From an optimization exercise on the open Yosys and OpenROAD flow, aimed at small area, a short achievable clock period and few clock cycles; shortcuts taken in it are not production practice.
The RTL was checked by simulation tests, not by an equivalence proof against the original design.

==> flow/design.v (outline; a module is shown in full before it is edited, if it fits) <==
// module tbcrc_unit: 885 lines
module tbcrc_unit (
    input  wire        clk,
    input  wire        rst,
    input  wire        in_valid,
    output wire        in_ready,
    input  wire        in_first,
    input  wire        in_last,
    input  wire        in_combine,
    input  wire [1:0]  in_poly,
    input  wire [2:0]  in_nbytes,
    input  wire [63:0] in_data,
    output reg         out_valid,
    output reg  [23:0] out_crc
);
  // ...
==> flow/flow/run.sh <==
#!/bin/bash
# Layout: the standard flow (standard.sh), unchanged except that the
# buffers it puts on every input and output port are buf_2 cells instead of
# the cell buffer_ports picks by itself (a slow clkdlybuf4s50_1).
# The full output of the flow goes to standard_flow.log; ORFS keeps each
# tool's own log under orfs/logs/.
set -euo pipefail
cd "$(dirname "$0")/.."
bash standard.sh 'BUFFER_PORTS_ARGS=-buffer_cell sky130_fd_sc_hd__buf_2' finish > standard_flow.log 2>&1
==> flow/standard.sh <==
#!/bin/bash
# synth_recipe.tcl (not shown) runs the flow's synth.tcl, then flattens the netlist and writes it again
# the make line also repeats each setting of config.mk as NAME=value (left out here)
make -C /OpenROAD-flow-scripts/flow DESIGN_CONFIG=/design/flow/config.mk WORK_HOME=/design/flow/orfs CLKGATE_MAP_FILE= SYNTH_SCRIPT=/design/flow/synth_recipe.tcl "${@:-finish}"
==> flow/config.mk <==
export PLATFORM = sky130hd
export DESIGN_NAME = tbcrc_unit
export DESIGN_NICKNAME = tbcrc_unit
export VERILOG_FILES = /design/flow/design.v
export SDC_FILE = /design/flow/constraint.sdc
export NUM_CORES = 4
export LEC_CHECK = 0
export CAP_MARGIN = 20
export CORE_MARGIN = 2
export CORE_UTILIZATION = 30
export PLACE_DENSITY = 0.5
export SLEW_MARGIN = 20
export SYNTH_MEMORY_MAX_BITS = 65536
==> flow/constraint.sdc <==
create_clock -name core_clock -period 44.0 [get_ports {clk}]
set_input_delay 8.8000 -clock core_clock [delete_from_list [all_inputs] [get_ports {clk}]]
set_output_delay 8.8000 -clock core_clock [all_outputs]
set_load 0.01 [all_outputs]
==> flow_metrics.env, run 1 <==
export IMPL_first_global_vias=42600
export IMPL_status="timing/DRC/antenna clean"
export IMPL_rows=146
export IMPL_remaining_drc_errors=0
export IMPL_met1_length_um=87800
export IMPL_path_depth=7
export IMPL_insertion_delay_ns=0.63
export IMPL_maxSlewHeadroom=0.180
export IMPL_crit_family="simple AND/OR/NAND/NOR gates"
export IMPL_regMostFlops="r_d"
export IMPL_place_congestion=0.997
export IMPL_die_area_mm2=0.163
export IMPL_criticalPathCategory="in2reg"
export IMPL_worstHoldEndpoint="c_u[14]"
export IMPL_synth_compound_area_share=0.149
export IMPL_yosys_top_cells_area="xnor2_1, dfxtp_1, xor2_1"
export IMPL_yosys_area_share_simple=0.153
export IMPL_io_pins=101
export IMPL_critical_path_startpoint="in_data[37]"
export IMPL_n_all_inverters=39
export IMPL_dr_wl_met2_um=94100
export IMPL_dp_cells=7864
export IMPL_globalRouteMet3Util=0.0356
export IMPL_cts_buffer_depth=3
export IMPL_crit_path_end_kind="register"
export IMPL_largest_class="multi-input gates"
export IMPL_hold_class="reg2reg"
export IMPL_cts_tree="done"
export IMPL_synth_adder_area_share=0.0115
export IMPL_ys_warn_count=1
export IMPL_fin_tns_setup_ns=0
export IMPL_fp_dieW_um=403
Testbench counts, summed over its fixed seeds: cycles 8,834.
==> run 2: changes to the inputs <==
--- a/flow/design.v
+++ b/flow/design.v
@@ -7,269 +7,16 @@
     input  wire        in_last,
     input  wire        in_combine,
     input  wire [1:0]  in_poly,
     input  wire [2:0]  in_nbytes,
     input  wire [63:0] in_data,
     output reg         out_valid,
     output reg  [23:0] out_crc
 );
-    function [23:0] tab_a(input [1:0] sel, input [6:0] idx);
-        case ({sel, idx})
-            {2'd0, 7'd1}: tab_a = 24'h000002;
-            {2'd0, 7'd2}: tab_a = 24'h000004;
-            {2'd0, 7'd3}: tab_a = 24'h000008;
-            {2'd0, 7'd4}: tab_a = 24'h000010;
-            {2'd0, 7'd5}: tab_a = 24'h000020;
-            {2'd0, 7'd6}: tab_a = 24'h000040;
-            {2'd0, 7'd7}: tab_a = 24'h000080;
-            {2'd0, 7'd8}: tab_a = 24'h000100;
-            {2'd0, 7'd9}: tab_a = 24'h000200;
-            {2'd0, 7'd10}: tab_a = 24'h000400;
-            {2'd0, 7'd11}: tab_a = 24'h000800;
-            {2'd0, 7'd12}: tab_a = 24'h001000;
-            {2'd0, 7'd13}: tab_a = 24'h002000;
-            {2'd0, 7'd14}: tab_a = 24'h004000;
-            {2'd0, 7'd15}: tab_a = 24'h008000;
-            {2'd0, 7'd16}: tab_a = 24'h010000;
-            {2'd0, 7'd17}: tab_a = 24'h020000;
-            {2'd0, 7'd18}: tab_a = 24'h040000;
-            {2'd0, 7'd19}: tab_a = 24'h080000;
-            {2'd0, 7'd20}: tab_a = 24'h100000;
-            {2'd0, 7'd21}: tab_a = 24'h200000;
-            {2'd0, 7'd22}: tab_a = 24'h400000;
-            {2'd0, 7'd23}: tab_a = 24'h800000;
-            {2'd0, 7'd24}: tab_a = 24'h864cfb;
-            {2'd0, 7'd25}: tab_a = 24'h8ad50d;
-            {2'd0, 7'd26}: tab_a = 24'h93e6e1;
-            {2'd0, 7'd27}: tab_a = 24'ha18139;
-            {2'd0, 7'd28}: tab_a = 24'hc54e89;
-            {2'd0, 7'd29}: tab_a = 24'h0cd1e9;
-            {2'd0, 7'd30}: tab_a = 24'h19a3d2;
-            {2'd0, 7'd31}: tab_a = 24'h3347a4;
-            {2'd0, 7'd65}: tab_a = 24'hde2e52;
-            {2'd0, 7'd66}: tab_a = 24'h37a1ae;
-            {2'd0, 7'd67}: tab_a = 24'hab3d85;
-            {2'd0, 7'd68}: tab_a = 24'h85c31e;
-            {2'd0, 7'd69}: tab_a = 24'h437eb7;
-            {2'd0, 7'd70}: tab_a = 24'h3713ab;
-            {2'd0, 7'd71}: tab_a = 24'hb12c5c;
-            {2'd0, 7'd72}: tab_a = 24'h000002;
-            {2'd0, 7'd73}: tab_a = 24'h3a105f;
-            {2'd0, 7'd74}: tab_a = 24'h6f435c;
-            {2'd0, 7'd75}: tab_a = 24'hd037f1;
-            {2'd0, 7'd76}: tab_a = 24'h8dcac7;
-            {2'd0, 7'd77}: tab_a = 24'h86fd6e;
-            {2'd0, 7'd78}: tab_a = 24'h6e2756;
-            {2'd0, 7'd79}: tab_a = 24'he41443;
-            {2'd0, 7'd80}: tab_a = 24'h000004;
-            {2'd0, 7'd81}: tab_a = 24'h7420be;
-            {2'd0, 7'd82}: tab_a = 24'hde86b8;
-            {2'd0, 7'd83}: tab_a = 24'h262319;
-            {2'd0, 7'd84}: tab_a = 24'h9dd975;
-            {2'd0, 7'd85}: tab_a = 24'h8bb627;
-            {2'd0, 7'd86}: tab_a = 24'hdc4eac;
-            {2'd0, 7'd87}: tab_a = 24'h4e647d;
-            {2'd0, 7'd88}: tab_a = 24'h000008;
-            {2'd0, 7'd89}: tab_a = 24'he8417c;
-            {2'd0, 7'd90}: tab_a = 24'h3b418b;
-            {2'd0, 7'd91}: tab_a = 24'h4c4632;
-            {2'd0, 7'd92}: tab_a = 24'hbdfe11;
-            {2'd0, 7'd93}: tab_a = 24'h9120b5;
-            {2'd0, 7'd94}: tab_a = 24'h3ed1a3;
-            {2'd0, 7'd95}: tab_a = 24'h9cc8fa;
-            {2'd1, 7'd1}: tab_a = 24'h000002;
-            {2'd1, 7'd2}: tab_a = 24'h000004;
-            {2'd1, 7'd3}: tab_a = 24'h000008;
-            {2'd1, 7'd4}: tab_a = 24'h000010;
-            {2'd1, 7'd5}: tab_a = 24'h000020;
-            {2'd1, 7'd6}: tab_a = 24'h000040;
-            {2'd1, 7'd7}: tab_a = 24'h000080;
-            {2'd1, 7'd8}: tab_a = 24'h000100;
-            {2'd1, 7'd9}: tab_a = 24'h000200;
-            {2'd1, 7'd10}: tab_a = 24'h000400;
-            {2'd1, 7'd11}: tab_a = 24'h000800;
-            {2'd1, 7'd12}: tab_a = 24'h001000;
-            {2'd1, 7'd13}: tab_a = 24'h002000;
-            {2'd1, 7'd14}: tab_a = 24'h004000;
-            {2'd1, 7'd15}: tab_a = 24'h008000;
-            {2'd1, 7'd16}: tab_a = 24'h010000;
-            {2'd1, 7'd17}: tab_a = 24'h020000;
-            {2'd1, 7'd18}: tab_a = 24'h040000;
-            {2'd1, 7'd19}: tab_a = 24'h080000;
-            {2'd1, 7'd20}: tab_a = 24'h100000;
-            {2'd1, 7'd21}: tab_a = 24'h200000;
-            {2'd1, 7'd22}: tab_a = 24'h400000;
-            {2'd1, 7'd23}: tab_a = 24'h800000;
-            {2'd1, 7'd24}: tab_a = 24'h800063;
-            {2'd1, 7'd25}: tab_a = 24'h8000a5;
-            {2'd1, 7'd26}: tab_a = 24'h800129;
-            {2'd1, 7'd27}: tab_a = 24'h800231;
-            {2'd1, 7'd28}: tab_a = 24'h800401;
-            {2'd1, 7'd29}: tab_a = 24'h800861;
-            {2'd1, 7'd30}: tab_a = 24'h8010a1;
-            {2'd1, 7'd31}: tab_a = 24'h802121;
-            {2'd1, 7'd65}: tab_a = 24'h84022d;
-            {2'd1, 7'd66}: tab_a = 24'h002050;
-            {2'd1, 7'd67}: tab_a = 24'h8102a3;
-            {2'd1, 7'd68}: tab_a = 24'h801029;
-            {2'd1, 7'd69}: tab_a = 24'h00c0e0;
-            {2'd1, 7'd70}: tab_a = 24'h040204;
-            {2'd1, 7'd71}: tab_a = 24'h203030;
-            {2'd1, 7'd72}: tab_a = 24'h000002;
-            {2'd1, 7'd73}: tab_a = 24'h880439;
-            {2'd1, 7'd74}: tab_a = 24'h0040a0;
-            {2'd1, 7'd75}: tab_a = 24'h820525;
-            {2'd1, 7'd76}: tab_a = 24'h802031;
-            {2'd1, 7'd77}: tab_a = 24'h0181c0;
-            {2'd1, 7'd78}: tab_a = 24'h080408;
-            {2'd1, 7'd79}: tab_a = 24'h406060;
-            {2'd1, 7'd80}: tab_a = 24'h000004;
-            {2'd1, 7'd81}: tab_a = 24'h900811;
-            {2'd1, 7'd82}: tab_a = 24'h008140;
-            {2'd1, 7'd83}: tab_a = 24'h840a29;
-            {2'd1, 7'd84}: tab_a = 24'h804001;
-            {2'd1, 7'd85}: tab_a = 24'h030380;
-            {2'd1, 7'd86}: tab_a = 24'h100810;
-            {2'd1, 7'd87}: tab_a = 24'h80c0c0;
-            {2'd1, 7'd88}: tab_a = 24'h000008;
-            {2'd1, 7'd89}: tab_a = 24'ha01041;
-            {2'd1, 7'd90}: tab_a = 24'h010280;
-            {2'd1, 7'd91}: tab_a = 24'h881431;
-            {2'd1, 7'd92}: tab_a = 24'h808061;
-            {2'd1, 7'd93}: tab_a = 24'h060700;
-            {2'd1, 7'd94}: tab_a = 24'h201020;
-            {2'd1, 7'd95}: tab_a = 24'h8181e3;
-            {2'd2, 7'd1}: tab_a = 24'h000002;
-            {2'd2, 7'd2}: tab_a = 24'h000004;
-            {2'd2, 7'd3}: tab_a = 24'h000008;
-            {2'd2, 7'd4}: tab_a = 24'h000010;
-            {2'd2, 7'd5}: tab_a = 24'h000020;
-            {2'd2, 7'd6}: tab_a = 24'h000040;
-            {2'd2, 7'd7}: tab_a = 24'h000080;
-            {2'd2, 7'd8}: tab_a = 24'h000100;
-            {2'd2, 7'd9}: tab_a = 24'h000200;
-            {2'd2, 7'd10}: tab_a = 24'h000400;
-            {2'd2, 7'd11}: tab_a = 24'h000800;
-            {2'd2, 7'd12}: tab_a = 24'h001000;
-            {2'd2, 7'd13}: tab_a = 24'h002000;
-            {2'd2, 7'd14}: tab_a = 24'h004000;
-            {2'd2, 7'd15}: tab_a = 24'h008000;
-            {2'd2, 7'd16}: tab_a = 24'h010000;
-            {2'd2, 7'd17}: tab_a = 24'h020000;
-            {2'd2, 7'd18}: tab_a = 24'h040000;
-            {2'd2, 7'd19}: tab_a = 24'h080000;
-            {2'd2, 7'd20}: tab_a = 24'h100000;
-            {2'd2, 7'd21}: tab_a = 24'h200000;
-            {2'd2, 7'd22}: tab_a = 24'h400000;
-            {2'd2, 7'd23}: tab_a = 24'h800000;
-            {2'd2, 7'd24}: tab_a = 24'hb2b117;
-            {2'd2, 7'd25}: tab_a = 24'hd7d339;
-            {2'd2, 7'd26}: tab_a = 24'h1d1765;
-            {2'd2, 7'd27}: tab_a = 24'h3a2eca;
-            {2'd2, 7'd28}: tab_a = 24'h745d94;
-            {2'd2, 7'd29}: tab_a = 24'he8bb28;
-            {2'd2, 7'd30}: tab_a = 24'h63c747;
-            {2'd2, 7'd31}: tab_a = 24'hc78e8e;
-            {2'd2, 7'd65}: tab_a = 24'hbad9f4;
-            {2'd2, 7'd66}: tab_a = 24'he5d061;
-            {2'd2, 7'd67}: tab_a = 24'h86a6ba;
-            {2'd2, 7'd68}: tab_a = 24'he7be3f;
-            {2'd2, 7'd69}: tab_a = 24'hfeb2b0;
-            {2'd2, 7'd70}: tab_a = 24'h1ae221;
-            {2'd2, 7'd71}: tab_a = 24'h85d02c;
-            {2'd2, 7'd72}: tab_a = 24'h2c55b6;
-            {2'd2, 7'd73}: tab_a = 24'h448a8d;
-            {2'd2, 7'd74}: tab_a = 24'hcd85ad;
-            {2'd2, 7'd75}: tab_a = 24'h03e6de;
-            {2'd2, 7'd76}: tab_a = 24'h7405de;
-            {2'd2, 7'd77}: tab_a = 24'hbc9f88;
-            {2'd2, 7'd78}: tab_a = 24'h1e44f4;
-            {2'd2, 7'd79}: tab_a = 24'h39d4bf;
-            {2'd2, 7'd80}: tab_a = 24'h031561;
-            {2'd2, 7'd81}: tab_a = 24'h54f6ae;
-            {2'd2, 7'd82}: tab_a = 24'h23883b;
-            {2'd2, 7'd83}: tab_a = 24'h67d470;
-            {2'd2, 7'd84}: tab_a = 24'h5b1c84;
-            {2'd2, 7'd85}: tab_a = 24'h03bb94;
-            {2'd2, 7'd86}: tab_a = 24'hd5c0c5;
-            {2'd2, 7'd87}: tab_a = 24'h9b811e;
-            {2'd2, 7'd88}: tab_a = 24'hf27c54;
-            {2'd2, 7'd89}: tab_a = 24'hc5d631;
-            {2'd2, 7'd90}: tab_a = 24'hcc8a17;
-            {2'd2, 7'd91}: tab_a = 24'hfebefb;
-            {2'd2, 7'd92}: tab_a = 24'ha12673;
-            {2'd2, 7'd93}: tab_a = 24'hc84d39;
-            {2'd2, 7'd94}: tab_a = 24'h46b9f6;
-            {2'd2, 7'd95}: tab_a = 24'hd5686d;
-            {2'd3, 7'd1}: tab_a = 24'h000002;
-            {2'd3, 7'd2}: tab_a = 24'h000004;
-            {2'd3, 7'd3}: tab_a = 24'h000008;
-            {2'd3, 7'd4}: tab_a = 24'h000010;
-            {2'd3, 7'd5}: tab_a = 24'h000020;
-            {2'd3, 7'd6}: tab_a = 24'h000040;
-            {2'd3, 7'd7}: tab_a = 24'h000080;
-            {2'd3, 7'd8}: tab_a = 24'h000100;
-            {2'd3, 7'd9}: tab_a = 24'h000200;
-            {2'd3, 7'd10}: tab_a = 24'h000400;
-            {2'd3, 7'd11}: tab_a = 24'h000800;
-            {2'd3, 7'd12}: tab_a = 24'h001000;
-            {2'd3, 7'd13}: tab_a = 24'h002000;
-            {2'd3, 7'd14}: tab_a = 24'h004000;
-            {2'd3, 7'd15}: tab_a = 24'h008000;
-            {2'd3, 7'd16}: tab_a = 24'h010000;
-            {2'd3, 7'd17}: tab_a = 24'h020000;
-            {2'd3, 7'd18}: tab_a = 24'h040000;
-            {2'd3, 7'd19}: tab_a = 24'h080000;
-            {2'd3, 7'd20}: tab_a = 24'h100000;
-            {2'd3, 7'd21}: tab_a = 24'h200000;
-            {2'd3, 7'd22}: tab_a = 24'h400000;
-            {2'd3, 7'd23}: tab_a = 24'h800000;
-            {2'd3, 7'd24}: tab_a = 24'h102100;
-            {2'd3, 7'd25}: tab_a = 24'h204200;
-            {2'd3, 7'd26}: tab_a = 24'h408400;
-            {2'd3, 7'd27}: tab_a = 24'h810800;
-            {2'd3, 7'd28}: tab_a = 24'h123100;
-            {2'd3, 7'd29}: tab_a = 24'h246200;
-            {2'd3, 7'd30}: tab_a = 24'h48c400;
-            {2'd3, 7'd31}: tab_a = 24'h918800;
-            {2'd3, 7'd65}: tab_a = 24'h333100;
-            {2'd3, 7'd66}: tab_a = 24'h45a000;
-            {2'd3, 7'd67}: tab_a = 24'h6f4500;
-            {2'd3, 7'd68}: tab_a = 24'h7b6100;
-            {2'd3, 7'd69}: tab_a = 24'hf03100;
-            {2'd3, 7'd70}: tab_a = 24'h6dd800;
-            {2'd3, 7'd71}: tab_a = 24'hac6100;
-            {2'd3, 7'd72}: tab_a = 24'h091f00;
-            {2'd3, 7'd73}: tab_a = 24'h9c2500;
-            {2'd3, 7'd74}: tab_a = 24'he49b00;
-            {2'd3, 7'd75}: tab_a = 24'hc6d300;
-            {2'd3, 7'd76}: tab_a = 24'ha8f900;
-            {2'd3, 7'd77}: tab_a = 24'h127600;
-            {2'd3, 7'd78}: tab_a = 24'h9c6700;
-            {2'd3, 7'd79}: tab_a = 24'h975600;
-            {2'd3, 7'd80}: tab_a = 24'h7bdc00;
-            {2'd3, 7'd81}: tab_a = 24'h4c9f00;
-            {2'd3, 7'd82}: tab_a = 24'h75a600;
-            {2'd3, 7'd83}: tab_a = 24'hf10c00;
-            {2'd3, 7'd84}: tab_a = 24'h9c9800;
-            {2'd3, 7'd85}: tab_a = 24'h583500;
-            {2'd3, 7'd86}: tab_a = 24'hdead00;
-            {2'd3, 7'd87}: tab_a = 24'hf59400;
-            {2'd3, 7'd88}: tab_a = 24'h87f100;
-            {2'd3, 7'd89}: tab_a = 24'h587700;
-            {2'd3, 7'd90}: tab_a = 24'had6000;
-            {2'd3, 7'd91}: tab_a = 24'h489b00;
-            {2'd3, 7'd92}: tab_a = 24'h639700;
-            {2'd3, 7'd93}: tab_a = 24'h3fa700;
-            {2'd3, 7'd94}: tab_a = 24'hc00b00;
-            {2'd3, 7'd95}: tab_a = 24'h435500;
-            default: tab_a = 24'h000001;
-        endcase
-    endfunction
     function [23:0] tab_b(input [1:0] sel, input [6:0] idx);
         case ({sel, idx})
             {2'd0, 7'd1}: tab_b = 24'h668f48;
             {2'd0, 7'd2}: tab_b = 24'h36eb3d;
             {2'd0, 7'd3}: tab_b = 24'h295c35;
             {2'd0, 7'd4}: tab_b = 24'h6243da;
             {2'd0, 7'd5}: tab_b = 24'h084f97;
             {2'd0, 7'd6}: tab_b = 24'hb22b31;
@@ -293,22 +40,62 @@
             {2'd0, 7'd24}: tab_b = 24'heb2303;
             {2'd0, 7'd25}: tab_b = 24'he237e7;
             {2'd0, 7'd26}: tab_b = 24'hc9da18;
             {2'd0, 7'd27}: tab_b = 24'h5ce0c3;
             {2'd0, 7'd28}: tab_b = 24'hade6ba;
             {2'd0, 7'd29}: tab_b = 24'hfea372;
             {2'd0, 7'd30}: tab_b = 24'hce8435;
             {2'd0, 7'd31}: tab_b = 24'hadf0bd;
-            {2'd0, 7'd64}: tab_b = 24'h8309d7;
-            {2'd0, 7'd67}: tab_b = 24'h000001;
-            {2'd0, 7'd68}: tab_b = 24'h000100;
-            {2'd0, 7'd69}: tab_b = 24'h010000;
-            {2'd0, 7'd70}: tab_b = 24'h864cfb;
-            {2'd0, 7'd71}: tab_b = 24'h668f48;
+            {2'd0, 7'd65}: tab_b = 24'hde2e52;
+            {2'd0, 7'd66}: tab_b = 24'h37a1ae;
+            {2'd0, 7'd67}: tab_b = 24'hab3d85;
+            {2'd0, 7'd68}: tab_b = 24'h85c31e;
+            {2'd0, 7'd69}: tab_b = 24'h437eb7;
+            {2'd0, 7'd70}: tab_b = 24'h3713ab;
+            {2'd0, 7'd71}: tab_b = 24'hb12c5c;
+            {2'd0, 7'd72}: tab_b = 24'h000002;
+            {2'd0, 7'd73}: tab_b = 24'h3a105f;
+            {2'd0, 7'd74}: tab_b = 24'h6f435c;
+            {2'd0, 7'd75}: tab_b = 24'hd037f1;
+            {2'd0, 7'd76}: tab_b = 24'h8dcac7;
+            {2'd0, 7'd77}: tab_b = 24'h86fd6e;
+            {2'd0, 7'd78}: tab_b = 24'h6e2756;
+            {2'd0, 7'd79}: tab_b = 24'he41443;
+            {2'd0, 7'd97}: tab_b = 24'h668f48;
+            {2'd0, 7'd98}: tab_b = 24'h36eb3d;
+            {2'd0, 7'd99}: tab_b = 24'h295c35;
+            {2'd0, 7'd100}: tab_b = 24'h6243da;
+            {2'd0, 7'd101}: tab_b = 24'h084f97;
+            {2'd0, 7'd102}: tab_b = 24'hb22b31;
+            {2'd0, 7'd103}: tab_b = 24'h6cb4d6;
+            {2'd0, 7'd104}: tab_b = 24'hcb800e;
+            {2'd0, 7'd105}: tab_b = 24'hc4152c;
+            {2'd0, 7'd106}: tab_b = 24'hd15ed7;
+            {2'd0, 7'd107}: tab_b = 24'hd7ecee;
+            {2'd0, 7'd108}: tab_b = 24'h01cd94;
+            {2'd0, 7'd109}: tab_b = 24'h82ee2c;
+            {2'd0, 7'd110}: tab_b = 24'h3b20e3;
+            {2'd0, 7'd111}: tab_b = 24'hf79053;
+            {2'd0, 7'd112}: tab_b = 24'h7db43e;
+            {2'd0, 7'd113}: tab_b = 24'h891b39;
+            {2'd0, 7'd114}: tab_b = 24'hb937a7;
+            {2'd0, 7'd115}: tab_b = 24'hbee5bb;
+            {2'd0, 7'd116}: tab_b = 24'had6d98;
+            {2'd0, 7'd117}: tab_b = 24'h43c948;
+            {2'd0, 7'd118}: tab_b = 24'hc8d7a6;
+            {2'd0, 7'd119}: tab_b = 24'h1ddd91;
+            {2'd0, 7'd120}: tab_b = 24'heb2303;
+            {2'd0, 7'd121}: tab_b = 24'he237e7;
+            {2'd0, 7'd122}: tab_b = 24'hc9da18;
+            {2'd0, 7'd123}: tab_b = 24'h5ce0c3;
+            {2'd0, 7'd124}: tab_b = 24'hade6ba;
+            {2'd0, 7'd125}: tab_b = 24'hfea372;
+            {2'd0, 7'd126}: tab_b = 24'hce8435;
+            {2'd0, 7'd127}: tab_b = 24'hadf0bd;
             {2'd1, 7'd1}: tab_b = 24'h804221;
             {2'd1, 7'd2}: tab_b = 24'h040420;
             {2'd1, 7'd3}: tab_b = 24'h000052;
             {2'd1, 7'd4}: tab_b = 24'h942421;
             {2'd1, 7'd5}: tab_b = 24'hc94223;
             {2'd1, 7'd6}: tab_b = 24'h001104;
             {2'd1, 7'd7}: tab_b = 24'h630908;
             {2'd1, 7'd8}: tab_b = 24'h562108;
@@ -330,22 +117,62 @@
             {2'd1, 7'd24}: tab_b = 24'h005304;
             {2'd1, 7'd25}: tab_b = 24'he70d09;
             {2'd1, 7'd26}: tab_b = 24'hd6217b;
             {2'd1, 7'd27}: tab_b = 24'h115748;
             {2'd1, 7'd28}: tab_b = 24'h7d852e;
             {2'd1, 7'd29}: tab_b = 24'h4605b4;
             {2'd1, 7'd30}: tab_b = 24'h62095a;
             {2'd1, 7'd31}: tab_b = 24'h42150c;
-            {2'd1, 7'd64}: tab_b = 24'hc20021;
-            {2'd1, 7'd67}: tab_b = 24'h000001;
-            {2'd1, 7'd68}: tab_b = 24'h000100;
-            {2'd1, 7'd69}: tab_b = 24'h010000;
-            {2'd1, 7'd70}: tab_b = 24'h800063;
-            {2'd1, 7'd71}: tab_b = 24'h804221;
+            {2'd1, 7'd65}: tab_b = 24'h84022d;
+            {2'd1, 7'd66}: tab_b = 24'h002050;
+            {2'd1, 7'd67}: tab_b = 24'h8102a3;
+            {2'd1, 7'd68}: tab_b = 24'h801029;
+            {2'd1, 7'd69}: tab_b = 24'h00c0e0;
+            {2'd1, 7'd70}: tab_b = 24'h040204;
+            {2'd1, 7'd71}: tab_b = 24'h203030;
+            {2'd1, 7'd72}: tab_b = 24'h000002;
+            {2'd1, 7'd73}: tab_b = 24'h880439;
+            {2'd1, 7'd74}: tab_b = 24'h0040a0;
+            {2'd1, 7'd75}: tab_b = 24'h820525;
+            {2'd1, 7'd76}: tab_b = 24'h802031;
+            {2'd1, 7'd77}: tab_b = 24'h0181c0;
+            {2'd1, 7'd78}: tab_b = 24'h080408;
+            {2'd1, 7'd79}: tab_b = 24'h406060;
+            {2'd1, 7'd97}: tab_b = 24'h804221;
+            {2'd1, 7'd98}: tab_b = 24'h040420;
+            {2'd1, 7'd99}: tab_b = 24'h000052;
+            {2'd1, 7'd100}: tab_b = 24'h942421;
+            {2'd1, 7'd101}: tab_b = 24'hc94223;
+            {2'd1, 7'd102}: tab_b = 24'h001104;
+            {2'd1, 7'd103}: tab_b = 24'h630908;
+            {2'd1, 7'd104}: tab_b = 24'h562108;
+            {2'd1, 7'd105}: tab_b = 24'h057348;
+            {2'd1, 7'd106}: tab_b = 24'h34c72c;
+            {2'd1, 7'd107}: tab_b = 24'hc61491;
+            {2'd1, 7'd108}: tab_b = 24'h810073;
+            {2'd1, 7'd109}: tab_b = 24'h943425;
+            {2'd1, 7'd110}: tab_b = 24'h684b0a;
+            {2'd1, 7'd111}: tab_b = 24'hd21125;
+            {2'd1, 7'd112}: tab_b = 24'h662840;
+            {2'd1, 7'd113}: tab_b = 24'hc6e32d;
+            {2'd1, 7'd114}: tab_b = 24'h81770b;
+            {2'd1, 7'd115}: tab_b = 24'ha4c35f;
+            {2'd1, 7'd116}: tab_b = 24'h5b30b2;
+            {2'd1, 7'd117}: tab_b = 24'hc85655;
+            {2'd1, 7'd118}: tab_b = 24'h356c4a;
+            {2'd1, 7'd119}: tab_b = 24'h494203;
+            {2'd1, 7'd120}: tab_b = 24'h005304;
+            {2'd1, 7'd121}: tab_b = 24'he70d09;
+            {2'd1, 7'd122}: tab_b = 24'hd6217b;
+            {2'd1, 7'd123}: tab_b = 24'h115748;
+            {2'd1, 7'd124}: tab_b = 24'h7d852e;
+            {2'd1, 7'd125}: tab_b = 24'h4605b4;
+            {2'd1, 7'd126}: tab_b = 24'h62095a;
+            {2'd1, 7'd127}: tab_b = 24'h42150c;
             {2'd2, 7'd1}: tab_b = 24'h3dac0b;
             {2'd2, 7'd2}: tab_b = 24'h62a59e;
             {2'd2, 7'd3}: tab_b = 24'h86a6ba;
             {2'd2, 7'd4}: tab_b = 24'h60cbc0;
             {2'd2, 7'd5}: tab_b = 24'h79c74f;
             {2'd2, 7'd6}: tab_b = 24'h1ae221;
             {2'd2, 7'd7}: tab_b = 24'h02a5d3;
             {2'd2, 7'd8}: tab_b = 24'hab2049;
@@ -367,22 +194,62 @@
             {2'd2, 7'd24}: tab_b = 24'hf27c54;
             {2'd2, 7'd25}: tab_b = 24'h42a3ce;
             {2'd2, 7'd26}: tab_b = 24'h4bffe8;
             {2'd2, 7'd27}: tab_b = 24'hfebefb;
             {2'd2, 7'd28}: tab_b = 24'h26538c;
             {2'd2, 7'd29}: tab_b = 24'h4f38c6;
             {2'd2, 7'd30}: tab_b = 24'h46b9f6;
             {2'd2, 7'd31}: tab_b = 24'h521d92;
-            {2'd2, 7'd64}: tab_b = 24'ha56504;
-            {2'd2, 7'd67}: tab_b = 24'h000001;
-            {2'd2, 7'd68}: tab_b = 24'h000100;
-            {2'd2, 7'd69}: tab_b = 24'h010000;
-            {2'd2, 7'd70}: tab_b = 24'hb2b117;
-            {2'd2, 7'd71}: tab_b = 24'h3dac0b;
+            {2'd2, 7'd65}: tab_b = 24'hbad9f4;
+            {2'd2, 7'd66}: tab_b = 24'he5d061;
+            {2'd2, 7'd67}: tab_b = 24'h86a6ba;
+            {2'd2, 7'd68}: tab_b = 24'he7be3f;
+            {2'd2, 7'd69}: tab_b = 24'hfeb2b0;
+            {2'd2, 7'd70}: tab_b = 24'h1ae221;
+            {2'd2, 7'd71}: tab_b = 24'h85d02c;
+            {2'd2, 7'd72}: tab_b = 24'h2c55b6;
+            {2'd2, 7'd73}: tab_b = 24'h448a8d;
+            {2'd2, 7'd74}: tab_b = 24'hcd85ad;
+            {2'd2, 7'd75}: tab_b = 24'h03e6de;
+            {2'd2, 7'd76}: tab_b = 24'h7405de;
+            {2'd2, 7'd77}: tab_b = 24'hbc9f88;
+            {2'd2, 7'd78}: tab_b = 24'h1e44f4;
+            {2'd2, 7'd79}: tab_b = 24'h39d4bf;
+            {2'd2, 7'd97}: tab_b = 24'h3dac0b;
+            {2'd2, 7'd98}: tab_b = 24'h62a59e;
+            {2'd2, 7'd99}: tab_b = 24'h86a6ba;
+            {2'd2, 7'd100}: tab_b = 24'h60cbc0;
+            {2'd2, 7'd101}: tab_b = 24'h79c74f;
+            {2'd2, 7'd102}: tab_b = 24'h1ae221;
+            {2'd2, 7'd103}: tab_b = 24'h02a5d3;
+            {2'd2, 7'd104}: tab_b = 24'hab2049;
+            {2'd2, 7'd105}: tab_b = 24'h448a8d;
+            {2'd2, 7'd106}: tab_b = 24'h4af052;
+            {2'd2, 7'd107}: tab_b = 24'h849321;
+            {2'd2, 7'd108}: tab_b = 24'h7405de;
+            {2'd2, 7'd109}: tab_b = 24'h3bea77;
+            {2'd2, 7'd110}: tab_b = 24'h99310b;
+            {2'd2, 7'd111}: tab_b = 24'h39d4bf;
+            {2'd2, 7'd112}: tab_b = 24'h84609e;
+            {2'd2, 7'd113}: tab_b = 24'hd38351;
+            {2'd2, 7'd114}: tab_b = 24'h23883b;
+            {2'd2, 7'd115}: tab_b = 24'he0a18f;
+            {2'd2, 7'd116}: tab_b = 24'hdc697b;
+            {2'd2, 7'd117}: tab_b = 24'h03bb94;
+            {2'd2, 7'd118}: tab_b = 24'h52b53a;
+            {2'd2, 7'd119}: tab_b = 24'h1cf4e1;
+            {2'd2, 7'd120}: tab_b = 24'hf27c54;
+            {2'd2, 7'd121}: tab_b = 24'h42a3ce;
+            {2'd2, 7'd122}: tab_b = 24'h4bffe8;
+            {2'd2, 7'd123}: tab_b = 24'hfebefb;
+            {2'd2, 7'd124}: tab_b = 24'h26538c;
+            {2'd2, 7'd125}: tab_b = 24'h4f38c6;
+            {2'd2, 7'd126}: tab_b = 24'h46b9f6;
+            {2'd2, 7'd127}: tab_b = 24'h521d92;
             {2'd3, 7'd1}: tab_b = 24'h333100;
             {2'd3, 7'd2}: tab_b = 24'h45a000;
             {2'd3, 7'd3}: tab_b = 24'h6f4500;
             {2'd3, 7'd4}: tab_b = 24'h7b6100;
             {2'd3, 7'd5}: tab_b = 24'hf03100;
             {2'd3, 7'd6}: tab_b = 24'h6dd800;
             {2'd3, 7'd7}: tab_b = 24'hac6100;
             {2'd3, 7'd8}: tab_b = 24'h091f00;
@@ -404,22 +271,62 @@
             {2'd3, 7'd24}: tab_b = 24'h87f100;
             {2'd3, 7'd25}: tab_b = 24'h587700;
             {2'd3, 7'd26}: tab_b = 24'had6000;
             {2'd3, 7'd27}: tab_b = 24'h489b00;
             {2'd3, 7'd28}: tab_b = 24'h639700;
             {2'd3, 7'd29}: tab_b = 24'h3fa700;
             {2'd3, 7'd30}: tab_b = 24'hc00b00;
             {2'd3, 7'd31}: tab_b = 24'h435500;
-            {2'd3, 7'd64}: tab_b = 24'h373000;
-            {2'd3, 7'd67}: tab_b = 24'h000001;
-            {2'd3, 7'd68}: tab_b = 24'h000100;
-            {2'd3, 7'd69}: tab_b = 24'h010000;
-            {2'd3, 7'd70}: tab_b = 24'h102100;
-            {2'd3, 7'd71}: tab_b = 24'h333100;
+            {2'd3, 7'd65}: tab_b = 24'h333100;
+            {2'd3, 7'd66}: tab_b = 24'h45a000;
+            {2'd3, 7'd67}: tab_b = 24'h6f4500;
+            {2'd3, 7'd68}: tab_b = 24'h7b6100;
+            {2'd3, 7'd69}: tab_b = 24'hf03100;
+            {2'd3, 7'd70}: tab_b = 24'h6dd800;
+            {2'd3, 7'd71}: tab_b = 24'hac6100;
+            {2'd3, 7'd72}: tab_b = 24'h091f00;
+            {2'd3, 7'd73}: tab_b = 24'h9c2500;
+            {2'd3, 7'd74}: tab_b = 24'he49b00;
+            {2'd3, 7'd75}: tab_b = 24'hc6d300;
+            {2'd3, 7'd76}: tab_b = 24'ha8f900;
+            {2'd3, 7'd77}: tab_b = 24'h127600;
+            {2'd3, 7'd78}: tab_b = 24'h9c6700;
+            {2'd3, 7'd79}: tab_b = 24'h975600;
+            {2'd3, 7'd97}: tab_b = 24'h333100;
+            {2'd3, 7'd98}: tab_b = 24'h45a000;
+            {2'd3, 7'd99}: tab_b = 24'h6f4500;
+            {2'd3, 7'd100}: tab_b = 24'h7b6100;
+            {2'd3, 7'd101}: tab_b = 24'hf03100;
+            {2'd3, 7'd102}: tab_b = 24'h6dd800;
+            {2'd3, 7'd103}: tab_b = 24'hac6100;
+            {2'd3, 7'd104}: tab_b = 24'h091f00;
+            {2'd3, 7'd105}: tab_b = 24'h9c2500;
+            {2'd3, 7'd106}: tab_b = 24'he49b00;
+            {2'd3, 7'd107}: tab_b = 24'hc6d300;
+            {2'd3, 7'd108}: tab_b = 24'ha8f900;
+            {2'd3, 7'd109}: tab_b = 24'h127600;
+            {2'd3, 7'd110}: tab_b = 24'h9c6700;
+            {2'd3, 7'd111}: tab_b = 24'h975600;
+            {2'd3, 7'd112}: tab_b = 24'h7bdc00;
+            {2'd3, 7'd113}: tab_b = 24'h4c9f00;
+            {2'd3, 7'd114}: tab_b = 24'h75a600;
+            {2'd3, 7'd115}: tab_b = 24'hf10c00;
+            {2'd3, 7'd116}: tab_b = 24'h9c9800;
+            {2'd3, 7'd117}: tab_b = 24'h583500;
+            {2'd3, 7'd118}: tab_b = 24'hdead00;
+            {2'd3, 7'd119}: tab_b = 24'hf59400;
+            {2'd3, 7'd120}: tab_b = 24'h87f100;
+            {2'd3, 7'd121}: tab_b = 24'h587700;
+            {2'd3, 7'd122}: tab_b = 24'had6000;
+            {2'd3, 7'd123}: tab_b = 24'h489b00;
+            {2'd3, 7'd124}: tab_b = 24'h639700;
+            {2'd3, 7'd125}: tab_b = 24'h3fa700;
+            {2'd3, 7'd126}: tab_b = 24'hc00b00;
+            {2'd3, 7'd127}: tab_b = 24'h435500;
             default: tab_b = 24'h000001;
         endcase
     endfunction
     function [23:0] tab_n(input [1:0] sel, input [2:0] idx);
         case ({sel, idx})
             {2'd0, 3'd0}: tab_n = 24'h36eb3d;
             {2'd0, 3'd1}: tab_n = 24'h000100;
             {2'd0, 3'd2}: tab_n = 24'h010000;
@@ -561,16 +468,191 @@
             case (sel)
                 2'd0: frob10 = r0;
                 2'd1: frob10 = r1;
                 2'd2: frob10 = r2;
                 default: frob10 = r3;
             endcase
         end
     endfunction
+    function [23:0] reduce40(input [39:0] x, input [1:0] sel);
+        reg [23:0] r0, r1, r2, r3;
+        begin
+            r0 = 24'd0;
+            r0 = r0 ^ ({24{x[0]}} & 24'h864cfb);
+            r0 = r0 ^ ({24{x[1]}} & 24'h8ad50d);
+            r0 = r0 ^ ({24{x[2]}} & 24'h93e6e1);
+            r0 = r0 ^ ({24{x[3]}} & 24'ha18139);
+            r0 = r0 ^ ({24{x[4]}} & 24'hc54e89);
+            r0 = r0 ^ ({24{x[5]}} & 24'h0cd1e9);
+            r0 = r0 ^ ({24{x[6]}} & 24'h19a3d2);
+            r0 = r0 ^ ({24{x[7]}} & 24'h3347a4);
+            r0 = r0 ^ ({24{x[8]}} & 24'h668f48);
+            r0 = r0 ^ ({24{x[9]}} & 24'hcd1e90);
+            r0 = r0 ^ ({24{x[10]}} & 24'h1c71db);
+            r0 = r0 ^ ({24{x[11]}} & 24'h38e3b6);
+            r0 = r0 ^ ({24{x[12]}} & 24'h71c76c);
+            r0 = r0 ^ ({24{x[13]}} & 24'he38ed8);
+            r0 = r0 ^ ({24{x[14]}} & 24'h41514b);
+            r0 = r0 ^ ({24{x[15]}} & 24'h82a296);
+            r0 = r0 ^ ({24{x[16]}} & 24'h8309d7);
+            r0 = r0 ^ ({24{x[17]}} & 24'h805f55);
+            r0 = r0 ^ ({24{x[18]}} & 24'h86f251);
+            r0 = r0 ^ ({24{x[19]}} & 24'h8ba859);
+            r0 = r0 ^ ({24{x[20]}} & 24'h911c49);
+            r0 = r0 ^ ({24{x[21]}} & 24'ha47469);
+            r0 = r0 ^ ({24{x[22]}} & 24'hcea429);
+            r0 = r0 ^ ({24{x[23]}} & 24'h1b04a9);
+            r0 = r0 ^ ({24{x[24]}} & 24'h360952);
+            r0 = r0 ^ ({24{x[25]}} & 24'h6c12a4);
+            r0 = r0 ^ ({24{x[26]}} & 24'hd82548);
+            r0 = r0 ^ ({24{x[27]}} & 24'h36066b);
+            r0 = r0 ^ ({24{x[28]}} & 24'h6c0cd6);
+            r0 = r0 ^ ({24{x[29]}} & 24'hd819ac);
+            r0 = r0 ^ ({24{x[30]}} & 24'h367fa3);
+            r0 = r0 ^ ({24{x[31]}} & 24'h6cff46);
+            r0 = r0 ^ ({24{x[32]}} & 24'hd9fe8c);
+            r0 = r0 ^ ({24{x[33]}} & 24'h35b1e3);
+            r0 = r0 ^ ({24{x[34]}} & 24'h6b63c6);
+            r0 = r0 ^ ({24{x[35]}} & 24'hd6c78c);
+            r0 = r0 ^ ({24{x[36]}} & 24'h2bc3e3);
+            r0 = r0 ^ ({24{x[37]}} & 24'h5787c6);
+            r0 = r0 ^ ({24{x[38]}} & 24'haf0f8c);
+            r0 = r0 ^ ({24{x[39]}} & 24'hd853e3);
+            r1 = 24'd0;
+            r1 = r1 ^ ({24{x[0]}} & 24'h800063);
+            r1 = r1 ^ ({24{x[1]}} & 24'h8000a5);
+            r1 = r1 ^ ({24{x[2]}} & 24'h800129);
+            r1 = r1 ^ ({24{x[3]}} & 24'h800231);
+            r1 = r1 ^ ({24{x[4]}} & 24'h800401);
+            r1 = r1 ^ ({24{x[5]}} & 24'h800861);
+            r1 = r1 ^ ({24{x[6]}} & 24'h8010a1);
+            r1 = r1 ^ ({24{x[7]}} & 24'h802121);
+            r1 = r1 ^ ({24{x[8]}} & 24'h804221);
+            r1 = r1 ^ ({24{x[9]}} & 24'h808421);
+            r1 = r1 ^ ({24{x[10]}} & 24'h810821);
+            r1 = r1 ^ ({24{x[11]}} & 24'h821021);
+            r1 = r1 ^ ({24{x[12]}} & 24'h842021);
+            r1 = r1 ^ ({24{x[13]}} & 24'h884021);
+            r1 = r1 ^ ({24{x[14]}} & 24'h908021);
+            r1 = r1 ^ ({24{x[15]}} & 24'ha10021);
+            r1 = r1 ^ ({24{x[16]}} & 24'hc20021);
+            r1 = r1 ^ ({24{x[17]}} & 24'h040021);
+            r1 = r1 ^ ({24{x[18]}} & 24'h080042);
+            r1 = r1 ^ ({24{x[19]}} & 24'h100084);
+            r1 = r1 ^ ({24{x[20]}} & 24'h200108);
+            r1 = r1 ^ ({24{x[21]}} & 24'h400210);
+            r1 = r1 ^ ({24{x[22]}} & 24'h800420);
+            r1 = r1 ^ ({24{x[23]}} & 24'h800823);
+            r1 = r1 ^ ({24{x[24]}} & 24'h801025);
+            r1 = r1 ^ ({24{x[25]}} & 24'h802029);
+            r1 = r1 ^ ({24{x[26]}} & 24'h804031);
+            r1 = r1 ^ ({24{x[27]}} & 24'h808001);
+            r1 = r1 ^ ({24{x[28]}} & 24'h810061);
+            r1 = r1 ^ ({24{x[29]}} & 24'h8200a1);
+            r1 = r1 ^ ({24{x[30]}} & 24'h840121);
+            r1 = r1 ^ ({24{x[31]}} & 24'h880221);
+            r1 = r1 ^ ({24{x[32]}} & 24'h900421);
+            r1 = r1 ^ ({24{x[33]}} & 24'ha00821);
+            r1 = r1 ^ ({24{x[34]}} & 24'hc01021);
+            r1 = r1 ^ ({24{x[35]}} & 24'h002021);
+            r1 = r1 ^ ({24{x[36]}} & 24'h004042);
+            r1 = r1 ^ ({24{x[37]}} & 24'h008084);
+            r1 = r1 ^ ({24{x[38]}} & 24'h010108);
+            r1 = r1 ^ ({24{x[39]}} & 24'h020210);
+            r2 = 24'd0;
+            r2 = r2 ^ ({24{x[0]}} & 24'hb2b117);
+            r2 = r2 ^ ({24{x[1]}} & 24'hd7d339);
+            r2 = r2 ^ ({24{x[2]}} & 24'h1d1765);
+            r2 = r2 ^ ({24{x[3]}} & 24'h3a2eca);
+            r2 = r2 ^ ({24{x[4]}} & 24'h745d94);
+            r2 = r2 ^ ({24{x[5]}} & 24'he8bb28);
+            r2 = r2 ^ ({24{x[6]}} & 24'h63c747);
+            r2 = r2 ^ ({24{x[7]}} & 24'hc78e8e);
+            r2 = r2 ^ ({24{x[8]}} & 24'h3dac0b);
+            r2 = r2 ^ ({24{x[9]}} & 24'h7b5816);
+            r2 = r2 ^ ({24{x[10]}} & 24'hf6b02c);
+            r2 = r2 ^ ({24{x[11]}} & 24'h5fd14f);
+            r2 = r2 ^ ({24{x[12]}} & 24'hbfa29e);
+            r2 = r2 ^ ({24{x[13]}} & 24'hcdf42b);
+            r2 = r2 ^ ({24{x[14]}} & 24'h295941);
+            r2 = r2 ^ ({24{x[15]}} & 24'h52b282);
+            r2 = r2 ^ ({24{x[16]}} & 24'ha56504);
+            r2 = r2 ^ ({24{x[17]}} & 24'hf87b1f);
+            r2 = r2 ^ ({24{x[18]}} & 24'h424729);
+            r2 = r2 ^ ({24{x[19]}} & 24'h848e52);
+            r2 = r2 ^ ({24{x[20]}} & 24'hbbadb3);
+            r2 = r2 ^ ({24{x[21]}} & 24'hc5ea71);
+            r2 = r2 ^ ({24{x[22]}} & 24'h3965f5);
+            r2 = r2 ^ ({24{x[23]}} & 24'h72cbea);
+            r2 = r2 ^ ({24{x[24]}} & 24'he597d4);
+            r2 = r2 ^ ({24{x[25]}} & 24'h799ebf);
+            r2 = r2 ^ ({24{x[26]}} & 24'hf33d7e);
+            r2 = r2 ^ ({24{x[27]}} & 24'h54cbeb);
+            r2 = r2 ^ ({24{x[28]}} & 24'ha997d6);
+            r2 = r2 ^ ({24{x[29]}} & 24'he19ebb);
+            r2 = r2 ^ ({24{x[30]}} & 24'h718c61);
+            r2 = r2 ^ ({24{x[31]}} & 24'he318c2);
+            r2 = r2 ^ ({24{x[32]}} & 24'h748093);
+            r2 = r2 ^ ({24{x[33]}} & 24'he90126);
+            r2 = r2 ^ ({24{x[34]}} & 24'h60b35b);
+            r2 = r2 ^ ({24{x[35]}} & 24'hc166b6);
+            r2 = r2 ^ ({24{x[36]}} & 24'h307c7b);
+            r2 = r2 ^ ({24{x[37]}} & 24'h60f8f6);
+            r2 = r2 ^ ({24{x[38]}} & 24'hc1f1ec);
+            r2 = r2 ^ ({24{x[39]}} & 24'h3152cf);
+            r3 = 24'd0;
+            r3 = r3 ^ ({24{x[0]}} & 24'h102100);
+            r3 = r3 ^ ({24{x[1]}} & 24'h204200);
+            r3 = r3 ^ ({24{x[2]}} & 24'h408400);
+            r3 = r3 ^ ({24{x[3]}} & 24'h810800);
+            r3 = r3 ^ ({24{x[4]}} & 24'h123100);
+            r3 = r3 ^ ({24{x[5]}} & 24'h246200);
+            r3 = r3 ^ ({24{x[6]}} & 24'h48c400);
+            r3 = r3 ^ ({24{x[7]}} & 24'h918800);
+            r3 = r3 ^ ({24{x[8]}} & 24'h333100);
+            r3 = r3 ^ ({24{x[9]}} & 24'h666200);
+            r3 = r3 ^ ({24{x[10]}} & 24'hccc400);
+            r3 = r3 ^ ({24{x[11]}} & 24'h89a900);
+            r3 = r3 ^ ({24{x[12]}} & 24'h037300);
+            r3 = r3 ^ ({24{x[13]}} & 24'h06e600);
+            r3 = r3 ^ ({24{x[14]}} & 24'h0dcc00);
+            r3 = r3 ^ ({24{x[15]}} & 24'h1b9800);
+            r3 = r3 ^ ({24{x[16]}} & 24'h373000);
+            r3 = r3 ^ ({24{x[17]}} & 24'h6e6000);
+            r3 = r3 ^ ({24{x[18]}} & 24'hdcc000);
+            r3 = r3 ^ ({24{x[19]}} & 24'ha9a100);
+            r3 = r3 ^ ({24{x[20]}} & 24'h436300);
+            r3 = r3 ^ ({24{x[21]}} & 24'h86c600);
+            r3 = r3 ^ ({24{x[22]}} & 24'h1dad00);
+            r3 = r3 ^ ({24{x[23]}} & 24'h3b5a00);
+            r3 = r3 ^ ({24{x[24]}} & 24'h76b400);
+            r3 = r3 ^ ({24{x[25]}} & 24'hed6800);
+            r3 = r3 ^ ({24{x[26]}} & 24'hcaf100);
+            r3 = r3 ^ ({24{x[27]}} & 24'h85c300);
+            r3 = r3 ^ ({24{x[28]}} & 24'h1ba700);
+            r3 = r3 ^ ({24{x[29]}} & 24'h374e00);
+            r3 = r3 ^ ({24{x[30]}} & 24'h6e9c00);
+            r3 = r3 ^ ({24{x[31]}} & 24'hdd3800);
+            r3 = r3 ^ ({24{x[32]}} & 24'haa5100);
+            r3 = r3 ^ ({24{x[33]}} & 24'h448300);
+            r3 = r3 ^ ({24{x[34]}} & 24'h890600);
+            r3 = r3 ^ ({24{x[35]}} & 24'h022d00);
+            r3 = r3 ^ ({24{x[36]}} & 24'h045a00);
+            r3 = r3 ^ ({24{x[37]}} & 24'h08b400);
+            r3 = r3 ^ ({24{x[38]}} & 24'h116800);
+            r3 = r3 ^ ({24{x[39]}} & 24'h22d000);
+            case (sel)
+                2'd0: reduce40 = r0;
+                2'd1: reduce40 = r1;
+                2'd2: reduce40 = r2;
+                default: reduce40 = r3;
+            endcase
+        end
+    endfunction
     function [23:0] reduce_hi(input [22:0] x, input [1:0] sel);
         reg [23:0] r0, r1, r2, r3;
         begin
             r0 = 24'd0;
             r0 = r0 ^ ({24{x[0]}} & 24'h864cfb);
             r0 = r0 ^ ({24{x[1]}} & 24'h8ad50d);
             r0 = r0 ^ ({24{x[2]}} & 24'h93e6e1);
             r0 = r0 ^ ({24{x[3]}} & 24'ha18139);
@@ -747,16 +829,23 @@
             case (sel)
                 2'd0: datacrc = r0;
                 2'd1: datacrc = r1;
                 2'd2: datacrc = r2;
                 default: datacrc = r3;
             endcase
         end
     endfunction
+    function [23:0] shred(input [23:0] y, input [5:0] s, input [1:0] sel);
+        reg [63:0] w;
+        begin
+            w = {40'd0, y} << s;
+            shred = w[23:0] ^ reduce40(w[63:24], sel);
+        end
+    endfunction
     function [14:0] clmul8(input [7:0] x, input [7:0] y);
         integer i;
         begin
             clmul8 = 15'd0;
             for (i = 0; i < 8; i = i + 1)
                 if (y[i])
                     clmul8 = clmul8 ^ ({7'd0, x} << i);
         end
@@ -786,49 +875,40 @@
     reg [1:0]  r_poly;
     reg [2:0]  r_nb;
     reg [63:0] r_d;
     reg [1:0]  done;       
     reg [1:0]  sel;        
     reg        rdy;
     wire [23:0] len = r_d[55:32];
     wire [1:0]  cur_sel = r_first ? r_poly : sel;
-    wire [2:0]  r_nz = {|len[23:20], |len[19:10], |len[9:0]};
-    wire [2:0]  rem_p = r_nz & {1'b1, ~done};
-    wire        pk0 = rem_p[0];
-    wire        pk1 = ~rem_p[0] & rem_p[1];
-    wire        pk2 = ~rem_p[0] & ~rem_p[1] & rem_p[2];
-    wire        more = (rem_p[0] & rem_p[1]) | (rem_p[0] & rem_p[2]) | (rem_p[1] & rem_p[2]);
-    wire        fin = r_first | ~r_comb | ~more;    
+    wire        g2nz = |len[23:20];
+    wire        pk0  = (done == 2'd0);
+    wire        pk1  = (done == 2'd1);
+    wire        fin  = r_first | ~r_comb | done[1] | (done[0] & ~g2nz);    
     wire        a_free = ~r_v | fin;     
     assign in_ready = rdy;
-    wire [2:0]  in_nz   = {|in_data[55:52], |in_data[51:42], |in_data[41:32]};
-    wire        in_le1  = ~((in_nz[0] & in_nz[1]) | (in_nz[0] & in_nz[2]) | (in_nz[1] & in_nz[2]));
-    wire [2:0]  rem_n   = rem_p & ~{pk2, pk1, pk0};
-    wire        rem_le1 = ~((rem_n[0] & rem_n[1]) | (rem_n[0] & rem_n[2]) | (rem_n[1] & rem_n[2]));
-    wire        rdy_n   = a_free ? (~in_valid | in_first | ~in_combine | in_le1)
-                                 : (r_first | ~r_comb | rem_le1);
-    wire [6:0] ia = pk0     ? {2'd0, len[4:0]} :
-                    pk1     ? {2'd0, len[14:10]} :
-                    pk2     ? {2'd2, 1'b0, len[23:20]} : 7'd0;
-    wire [6:0] ib = ~r_comb ? {2'd2, 2'b00, r_nb} :
-                    pk0     ? {2'd0, len[9:5]} :
-                    pk1     ? {2'd0, len[19:15]} : 7'd0;
+    wire        rdy_n = a_free ? (~in_valid | in_first | ~in_combine) : (done[0] | ~g2nz);
+    wire [6:0] ib = pk0 ? {2'd0, len[9:5]} :
+                    pk1 ? {2'd0, len[19:15]} : {2'd2, 1'b0, len[23:20]};
+    wire [4:0] sc = pk0 ? len[4:0] : pk1 ? len[14:10] : 5'd0;
     wire [3:0]  nby = {r_nb == 3'd0, r_nb};
+    wire [3:0]  nm3 = nby - 4'd3;                   
     wire [23:0] ud  = r_d[63:40] & ((nby == 4'd1) ? 24'hFF0000 : (nby == 4'd2) ? 24'hFFFF00 : 24'hFFFFFF);
     wire [23:0] dm  = r_d[39:16] & ((nby <= 4'd3) ? 24'h000000 : (nby == 4'd4) ? 24'hFF0000 :
                                     (nby == 4'd5) ? 24'hFFFF00 : 24'hFFFFFF);
     wire [15:0] dl  = (nby == 4'd8) ? r_d[15:0] : (nby == 4'd7) ? {8'd0, r_d[15:8]} : 16'd0;
     wire [23:0] vd  = datacrc(dl, cur_sel);
     wire [23:0] vr  = (cur_sel == 2'd3) ? {r_d[15:0], 8'd0} : r_d[23:0];
     reg        b_v, b_first, b_fin, b_last, b_comb, b_f10;
     reg [2:0]  b_nb;
     reg [1:0]  b_sel;
-    reg [23:0] b_ta, b_tb, b_v24, b_u;
-    wire [23:0] bm = mulmod(b_ta, b_tb, b_sel);
+    reg [23:0] b_op, b_v24, b_u;
+    reg [5:0]  b_sh;
+    wire [23:0] bm = shred(b_op, b_sh, b_sel);
     reg        c_v, c_first, c_fin, c_last;
     reg [1:0]  c_sel;
     reg [23:0] c_p, c_v24, c_u;
     reg [23:0] acc;
     wire [23:0] prod = mulmod((c_first ? 24'd0 : acc) ^ c_u, c_p, c_sel);
     wire [23:0] res  = c_fin ? (prod ^ c_v24) : prod;
     always @(posedge clk) begin
         if (a_free) begin
@@ -843,18 +923,18 @@
             sel <= cur_sel;
         b_first <= r_first;
         b_fin   <= fin;
         b_last  <= r_last & fin;
         b_sel   <= cur_sel;
         b_comb  <= r_comb;
         b_f10   <= pk1;
         b_nb    <= r_nb;
-        b_ta    <= r_comb ? tab_a(cur_sel, ia) : dm;
-        b_tb    <= tab_b(cur_sel, ib);
+        b_op    <= r_comb ? tab_b(cur_sel, ib) : dm;
+        b_sh    <= r_comb ? {1'b0, sc} : {nm3[2:0], 3'b000};
         b_v24   <= r_comb ? vr : vd;
         b_u     <= r_comb ? 24'd0 : ud;
         c_first <= b_first;
         c_fin   <= b_fin;
         c_last  <= b_last;
         c_sel   <= b_sel;
         c_p     <= ~b_comb ? tab_n(b_sel, b_nb) : b_f10 ? frob10(bm, b_sel) : bm;
         c_v24   <= b_comb ? b_v24 : (bm ^ b_v24);
@@ -874,12 +954,12 @@
                 r_v <= in_valid;
             rdy <= rdy_n;
             b_v       <= r_v;
             c_v       <= b_v;
             out_valid <= c_v & c_last;
             if (a_free)
                 done <= 2'd0;
             else
-                done <= done | {pk1, pk0};
+                done <= done + 2'd1;
         end
     end
 endmodule
==> run 2 against run 1 <==
Compared with the run above: global-route usage up 4.3 points; setup slack improved by 0.038 ns; core utilization is 0.59 points higher; area after synthesis decreased by 5.0%; count of clock-buffer cells in the layout shrank 4; critical path depth is 6 lower; largest cell class unchanged; highest routed layer unchanged.
==> flow_metrics.env, run 2 <==
export IMPL_status="timing/DRC/antenna clean"
export IMPL_rsz0062_at_grt="false"
export IMPL_drt_total_wl_um=236000
export IMPL_syn_cell_area_mm2=0.0454
export IMPL_hold_ws_ns=0.326
export IMPL_ctsResizeCount=0
export IMPL_yosys_top_cells_area="xnor2_1, dfxtp_1, xor2_1"
export IMPL_hold_viol=0
export IMPL_grt_max_degree=104
export IMPL_fin_crit_ns=9.88
export IMPL_wl_per_cell_um=31.0
export IMPL_vias_per_cell=5.79
export IMPL_rows=142
export IMPL_fin_area_mm2=0.0502
export IMPL_fin_skew_ns=0.0312
export IMPL_final_cell_mix="xnor2_1, nand2_1, nor2_1, xor2_1, a21oi_1"
export IMPL_remaining_drc_errors=0
export IMPL_drv_slew=0
export IMPL_dp_slack_ns=34.68
export IMPL_worstPathRequired_ns=35.20
export IMPL_final_nets=5665
export IMPL_maxSlewHeadroom=0.152
export IMPL_core_area_mm2=0.150
export IMPL_dp_cells=7525
export IMPL_cts_buffer_depth=3
export IMPL_maxCapViolCount=0
export IMPL_root_buffer="clkbuf_16"
export IMPL_cts_clk_slew_worst_paths_ns=0.06
export IMPL_synth_top_area_share=0.265
export IMPL_criticalPathCategory="reg2out"
export IMPL_first_global_vias=42000
export IMPL_fin_util=0.335
export IMPL_cts_setup_buffers=0
export IMPL_yosysMostFrequentCell="xnor2_1"
export IMPL_postSynthCellCount=5553
export IMPL_clock_sinks=315
export IMPL_io_pins=101
export IMPL_fin_crit_sh=0.225
export IMPL_insertion_delay_ns=0.65
export IMPL_final_common_cell="xnor2_1"
export IMPL_crit_arrival_ns=1.08
export IMPL_hold_class="reg2reg"
export IMPL_drive_above_1_share=0.114
export IMPL_start_util=0.303
export IMPL_synth_cell_type_count=116
export IMPL_crit_path_end_kind="primary output"
export IMPL_port_buffers=100
export IMPL_crit_family="flip-flops"
export IMPL_place_hpwl_um=176000
export IMPL_cp_max_fo=1
export IMPL_finalSetupViolations=0
export IMPL_fin_tns_setup_ns=0
export IMPL_cts_made_buffers=42
export IMPL_clock_fmax_mhz=101
export IMPL_die_h_um=393
export IMPL_ys_warn_count=1
export IMPL_antenna_left=0
export IMPL_cp_slowest_cell="dfxtp_1"
export IMPL_worst_setup_path_start_kind="register"
export IMPL_crit_chain="buf_2"
export IMPL_postCtsHoldBufs=0
export IMPL_critPathBufInv=1
export IMPL_synth_seq_cells=315
export IMPL_largest_reg_flops=64
export IMPL_cts_htree_levels=2
export IMPL_synth_common_cells="xnor2_1, nand2_1, nor2_1"
export IMPL_synth_enable_flop_cells=98
export IMPL_synthFlopType="dfxtp_1"
export IMPL_nFillCells=15900
export IMPL_cpPeakStageDelay_ns=0.32
export IMPL_instances_no_fill=7607
export IMPL_grt_util_all_layers=0.296
export IMPL_dpl_instance_area_mm2=0.0488
export IMPL_antenna_found_initial=5
export IMPL_yosysSeqAreaShare=0.161
export IMPL_place_congestion=1.05
export IMPL_async_flop_share=0
export IMPL_drt_iter0_markers=6604
export IMPL_die_area_mm2=0.154
export IMPL_grt_pass1_wl_um=330000
export IMPL_areaGrowthSynthToFinish_pct=10.6
export IMPL_firstDrtPassIters=8
export IMPL_fp_dieW_um=393
export IMPL_grt_overflow=0
export IMPL_fin_ws_ns=34.12
export IMPL_cts_tree="done"
export IMPL_max_slew_worst_pin_slew_ns=1.27
export IMPL_avgSynthCellArea_um2=8.17
export IMPL_synth_top_area_cell="xnor2_1"
export IMPL_regMostFlops="r_d"
export IMPL_vias=44100
export IMPL_mappedNetlistNets=5663
-- run 2: cell types whose count changed after synthesis, sizes merged, moves of 23 or more --
cell	before	now
clkbuf	272	236
xnor2	1429	1403
mux2i	17	66
xnor3	194	112
nor2	618	506
nand2	829	640
o21ai	296	247
xor3	28	5
-- run 2: worst paths after layout --
kind,startpoint,to,slack [ns],cells past startpoint
setup / recovery,out_crc[12],out_crc[12],34.12,1
hold / removal,b_u[16],c_u[16],0.33,0
setup reg to reg,b_sh[2],c_p[8],35.51,18
hold reg to reg,b_u[16],c_u[16],0.33,0
-- run 2: kinds of logic (layout without fill, tap and decap cells) --
logic type	Yosys count	count (layout)	share of synthesized area
compound gates	1137	1137	0.170
buf+inv	405	441	0.0372
mux	128	128	0.0394
fa+ha+maj	35	35	0.00965
other cells	0	2	0
flops	315	315	0.161
xor+xnor	2040	2040	0.443
simple gates	1493	1493	0.141
-- run 2: metal layers --
metal / part of all wire / routed length (um) / up-vias / GRT usage
li1: - / - / 19000 / -
met1: 0.41 / 96600 / 21400 / 0.398
met2: 0.42 / 99000 / 2907 / 0.440
met3: 0.098 / 23000 / 706 / 0.0562
met4: 0.072 / 16900 / 8 / 0.173
met5: 0.00021 / 49 / - / 0
-- run 2: cell type report --
class	instances	area, um2	share of cell area
repair buffers	329	2230	0.0444
multi-input cells	4833	36600	0.729
clock inverters	29	292	0.00580
diodes	2	5.00	0.0000996
flip-flops and latches	315	7300	0.145
inverters	34	129	0.00257
well taps	2016	2520	0.0502
clock buffers	49	1120	0.0222
Testbench counts of run 2, summed over its fixed seeds: cycles 8,842.
==> run 3: changes to the inputs <==
--- a/flow/config.mk
+++ b/flow/config.mk
@@ -7,7 +7,7 @@
 export LEC_CHECK = 0
 export CAP_MARGIN = 20
 export CORE_MARGIN = 2
-export CORE_UTILIZATION = 30
-export PLACE_DENSITY = 0.5
+export CORE_UTILIZATION = 50
+export PLACE_DENSITY = 0.65
 export SLEW_MARGIN = 20
 export SYNTH_MEMORY_MAX_BITS = 65536
==> run 3 against run 2 <==
Compared with the run above: non-clock buffer count fell by 13; core utilization up 21 points; fmax up 0.62%; final area is 2.6% lower; synthesized cell count stayed put; count of clock-buffer cells in the layout decreased by 7.
==> flow_metrics.env, run 3 <==
export IMPL_worst_setup_path_start_kind="register"
export IMPL_postCtsHoldBufs=0
export IMPL_ys_warn_count=1
export IMPL_regMostFlops="r_d"
export IMPL_clock_fmax_mhz=102
export IMPL_largest_reg_flops=64
export IMPL_synth_seq_cells=315
export IMPL_synth_top_family_by_area="XOR/XNOR gates"
export IMPL_rows=110
export IMPL_antenna_found_initial=4
export IMPL_synth_mux_area_frac=0.0394
export IMPL_grt_pass1_wl_um=313000
export IMPL_maxSlewHeadroom=0.125
export IMPL_crit_arrival_ns=1.02
export IMPL_place_congestion=1.11
export IMPL_ctsResizeCount=0
export IMPL_root_buffer="clkbuf_16"
export IMPL_synth_xor_xnor_area_share=0.443
export IMPL_die_h_um=305
export IMPL_yosys_top_cells_area="xnor2_1, dfxtp_1, xor2_1"
export IMPL_crit_path_end_kind="primary output"
export IMPL_postSynthCellCount=5553
export IMPL_vias_per_cell=6.68
export IMPL_fin_util=0.543
export IMPL_place_hpwl_um=163000
export IMPL_synthFlopType="dfxtp_1"
export IMPL_cts_made_buffers=36
export IMPL_synth_top_area_cell="xnor2_1"
export IMPL_synth_common_cells="xnor2_1, nand2_1, nor2_1"
export IMPL_vias=45000
export IMPL_fin_crit_sh=0.223
export IMPL_clock_sinks=315
export IMPL_fin_tns_setup_ns=0
export IMPL_hold_viol=0
export IMPL_wl_per_cell_um=32.7
export IMPL_fin_ws_ns=34.18
export IMPL_cts_setup_buffers=0
export IMPL_yosysMostFrequentCell="xnor2_1"
export IMPL_avgSynthCellArea_um2=8.17
export IMPL_port_buffers=100
export IMPL_drv_slew=0
export IMPL_fin_skew_ns=0.0364
export IMPL_final_nets=5646
export IMPL_criticalPathCategory="reg2out"
export IMPL_cp_max_fo=1
export IMPL_core_area_mm2=0.0900
export IMPL_status="timing/DRC/antenna clean"
export IMPL_synth_adder_area_share=0.00965
export IMPL_nFillCells=8643
export IMPL_io_pins=101
export IMPL_rsz0062_at_grt="false"
export IMPL_start_util=0.504
export IMPL_yosys_area_share_simple=0.141
export IMPL_finalSetupViolations=0
export IMPL_multi_input_comb_area_mm2=0.0366
export IMPL_final_cell_mix="xnor2_1, nand2_1, nor2_1, xor2_1, a21oi_1"
export IMPL_final_common_cell="xnor2_1"
export IMPL_cts_htree_levels=2
export IMPL_mappedNetlistNets=5663
export IMPL_synth_cell_type_count=116
export IMPL_hold_class="reg2reg"
export IMPL_drive_above_1_share=0.111
export IMPL_synth_compound_area_share=0.170
export IMPL_critPathBufInv=1
export IMPL_ff_latch_area_mm2=0.00729
export IMPL_cts_tree="done"
export IMPL_dp_slack_ns=34.68
export IMPL_first_global_vias=42100
export IMPL_areaGrowthSynthToFinish_pct=7.71
export IMPL_grt_util_all_layers=0.457
export IMPL_max_slew_worst_pin_slew_ns=1.31
export IMPL_crit_family="flip-flops"
export IMPL_antenna_left=0
export IMPL_firstDrtPassIters=9
export IMPL_worstPathRequired_ns=35.20
export IMPL_synth_top_area_share=0.265
export IMPL_cp_slowest_cell="dfxtp_1"
export IMPL_drt_iter0_markers=8222
export IMPL_async_flop_share=0
export IMPL_drt_total_wl_um=220000
export IMPL_die_area_mm2=0.0932
export IMPL_fin_crit_ns=9.82
export IMPL_crit_chain="buf_2"
export IMPL_grt_overflow=0
export IMPL_cts_buffer_depth=3
export IMPL_grt_max_degree=67
export IMPL_maxCapViolCount=0
export IMPL_yosysSeqAreaShare=0.161
export IMPL_synth_enable_flop_cells=98
export IMPL_cts_clk_slew_worst_paths_ns=0.06
export IMPL_syn_cell_area_mm2=0.0454
export IMPL_cpPeakStageDelay_ns=0.32
export IMPL_insertion_delay_ns=0.59
export IMPL_fp_dieW_um=305
export IMPL_remaining_drc_errors=0
## run 3: cell counts after synthesis
No cell type changed its count.
## run 3: final timing paths
path | from | to | slack (ns) | cells after the start
setup / recovery | out_crc[5] | out_crc[5] | 34.18 | 1
hold / removal | b_u[11] | c_u[11] | 0.32 | 0
setup reg to reg | b_sh[2] | c_p[8] | 35.11 | 17
hold reg to reg | b_u[11] | c_u[11] | 0.32 | 0
## run 3: through the flow
step,hold slack [ns],cells,area (um2)
3_5_place_dp,0.312,6671,47600
4_1_cts,0.315,6737,48800
5_1_grt,0.328,6740,48900
2_1_floorplan,0.310,5553,45400
6_report,0.317,6743,48900
3_3_place_gp,0.311,6671,47600
## run 3: metal layers
metal | wire length [um] | GRT usage | share of wire
met1 | 82300 | 0.593 | 0.37
met2 | 91300 | 0.677 | 0.41
met3 | 28800 | 0.117 | 0.13
met4 | 17800 | 0.284 | 0.081
met5 | 21 | 0 | 0.000095
## run 3: logic make-up after synthesis
family,Yosys count
muxes,128
xor gates and xnor gates,2040
adders and majority gates,35
DFF,315
AOI/OAI and AO/OA,1137
buffers and inverters,405
and+or+nand+nor,1493
## run 3: layout make-up
| cell class | count | area share |
|---|---|---|
| timing repair buffer | 316 | 0.0434 |
| multi-input combinational | 4833 | 0.749 |
| clock inverter | 24 | 0.00512 |
| tap | 1176 | 0.0301 |
| clock buffer | 42 | 0.0199 |
| antenna | 3 | 0.000154 |
| inverter | 34 | 0.00261 |
| sequential | 315 | 0.149 |

## what the ideal ports hide
Ports are ideal in the flow. The routed layouts listed here were re-timed in OpenROAD.
Step 1 (the two cells are an assumption about what drives the block):
set clk [get_ports {clk}]
set_driving_cell -lib_cell sky130_fd_sc_hd__clkbuf_16 $clk
set_driving_cell -lib_cell sky130_fd_sc_hd__buf_2 [delete_from_list [all_inputs] $clk]
Step 2 adds t to the input delays and takes it off the output delays; t is the mean of the earliest and latest rising clock arrival at the registers after step 1. Input paths then give back, and output paths get back, about the clock's delay inside the block.
a / b / c = ideal / step 1 / step 2; a / b = the first two.
run | t, ns | setup slack, ns | worst setup path after step 2
run 1 | 0.692 | 34.081 / 34.056 / 33.455 | input to register
run 2 | 0.712 | 34.119 / 34.044 / 34.673 | input to register
run 3 | 0.637 | 34.180 / 34.117 / 34.671 | input to register
After both steps setup and hold are still met in every run listed. The setup slack of run 1, which loses most, moves by -0.025 ns with the drivers and by -0.626 ns with both steps.
